From an optimization exercise on the open Yosys and OpenROAD flow, aimed at small area, a short achievable clock period and few clock cycles per item; shortcuts taken in it are not production practice. In this exercise RTL edits were held to simulation tests only and were not proved equivalent to the original.

== JK ==
Design aes_enc_core, start of the top module:
module aes_enc_core (
    input  wire         clk,
    input  wire         rst,         
    input  wire         in_valid,
    output wire         in_ready,
    input  wire         key_256,     
    input  wire [255:0] key,
    input  wire [127:0] block_in,
    output reg          out_valid,
    output wire [127:0] block_out
);
export LEC_CHECK = 0
export CAP_MARGIN = 20
export CORE_MARGIN = 2
export CORE_UTILIZATION = 60
export PLACE_DENSITY = 0.7
export SETUP_SLACK_MARGIN = 5
export SLEW_MARGIN = 20
create_clock -name core_clock -period 9.0 [get_ports {clk}]
standard.sh (not shown) runs the stock make flow with config.mk's settings and CLKGATE_MAP_FILE= SYNTH_SCRIPT=/design/flow/synth_recipe.tcl, a recipe that flattens the netlist after the stock synthesis.
==> flow/flow/run.sh <==
#!/bin/bash
set -euo pipefail
rm -rf scripts
cp -r "$FLOW_HOME/scripts" scripts
cat > scripts/abc_speed.script <<'EOT'
&get -n
&st
&dch
&nf -R 1000
&put
buffer -c
topo
stime -c
upsize -c
dnsize -c
EOT
bash standard.sh SCRIPTS_DIR="$PWD/scripts" SETUP_SLACK_MARGIN=5.75 \
  "BUFFER_PORTS_ARGS=-buffer_cell sky130_fd_sc_hd__buf_1" \
  "CTS_ARGS=-sink_clustering_enable -repair_clock_nets -dont_use_dummy_load -sink_clustering_size 24 -sink_clustering_max_diameter 120" finish > standard.log 2>&1
JK: no failed stages, no open violations at the end
Testbench counts of JK, summed over its fixed seeds: cycles 23,252, items 1,920.
Input-level comparison between MS and JK:
--- a/flow/flow/run.sh
+++ b/flow/flow/run.sh
@@ -16,3 +16,3 @@
 EOT
-bash standard.sh SCRIPTS_DIR="$PWD/scripts" SETUP_SLACK_MARGIN=5.75 \
+bash standard.sh SCRIPTS_DIR="$PWD/scripts" SETUP_SLACK_MARGIN=5.6 \
   "BUFFER_PORTS_ARGS=-buffer_cell sky130_fd_sc_hd__buf_1" \
[summary]
- Changes observed in MS relative to JK: number of distinct library cells after synthesis ~0 delta; met3 wirelength from detailed routing shows a reduction of about 9%.
- On MS: global-route usage is 0.35 points lower than what JK gave.
- Relative to JK, worst setup margin decreased by 0.090 ns in MS.
- Relative to JK, MS improves DRC marker count from the first detailed-route iteration.

* * *

aes_enc_core, a different RTL version from the one above (not shown whole).
Size in the first run: ~6300 cells after synthesis, ~520 I/O pins.
export LEC_CHECK = 0
export CAP_MARGIN = 20
export CORE_MARGIN = 2
export CORE_UTILIZATION = 60
export PLACE_DENSITY = 0.7
export SETUP_SLACK_MARGIN = 5
export SLEW_MARGIN = 20
create_clock -name core_clock -period 9.0 [get_ports {clk}]
==> flow/flow/run.sh <==
#!/bin/bash
set -euo pipefail
rm -rf scripts
cp -r "$FLOW_HOME/scripts" scripts
cat > scripts/abc_speed.script <<'EOT'
&get -n
&st
&dch
&nf
&put
topo
stime -c
buffer -c
upsize -c
dnsize -c
EOT
bash standard.sh SCRIPTS_DIR="$PWD/scripts" SETUP_SLACK_MARGIN=5.45 \
  "BUFFER_PORTS_ARGS=-buffer_cell sky130_fd_sc_hd__buf_1" finish > standard.log 2>&1
Testbench counts at the start, summed over its fixed seeds: cycles 23,252, items 1,920.
Edit:
==> flow/flow/run.sh (replaced) <==
#!/bin/bash
set -euo pipefail
rm -rf scripts
cp -r "$FLOW_HOME/scripts" scripts
cat > scripts/abc_speed.script <<'EOT'
&get -n
&st
&dch
&nf
&put
topo
stime -c
buffer -c
upsize -c
dnsize -c
EOT
bash standard.sh SCRIPTS_DIR="$PWD/scripts" SETUP_SLACK_MARGIN=5.75 \
  "BUFFER_PORTS_ARGS=-buffer_cell sky130_fd_sc_hd__buf_1" \
  "CTS_ARGS=-sink_clustering_enable -repair_clock_nets -dont_use_dummy_load" finish > standard.log 2>&1
Result: The new run passed the timing, design-rule and antenna checks; register-to-register slack gains 0.34 ns; sequential share of layout area shrinks by 1.2 points; wire length rose by 0.58%; cell area rises by 3.9%; count of clock-buffer cells in the layout shrinks by 37; clock skew grows by 0.035 ns; cell count is higher by 0.32%; non-clock buffer count rose by 126.

[separate check: timing with driven ports]
How much do the figures lean on ideal ports? The routed layouts below were timed once more, with nothing changed but the port constraints.
Step 1: set_driving_cell puts a clkbuf_16 on clk and a buf_2 on each other input, an assumption about the parent block.
Step 2 moves the port delays by t, midway between the first and last clock arrival at a register: inputs arrive t later, outputs are due t later. That takes back most of the time a late clock gives input paths.
Three values: no drivers, after step 1, after step 2; two values: the first two.
| run | t (ns) | slack for setup (ns) | cell pins on the clock port's net |
|---|---|---|---|
| JK | 0.774 | 5.726 / 5.704 / 5.726 | 1 |
| MS | 0.773 | 5.636 / 5.571 / 5.636 | 1 |
| the first run of note 2 | 0.786 | 5.409 / 5.409 / 5.409 | 1 |
| the second run of note 2 | 0.764 | 5.746 / 5.704 / 5.746 | 1 |
After both steps setup and hold are still met in every run listed.
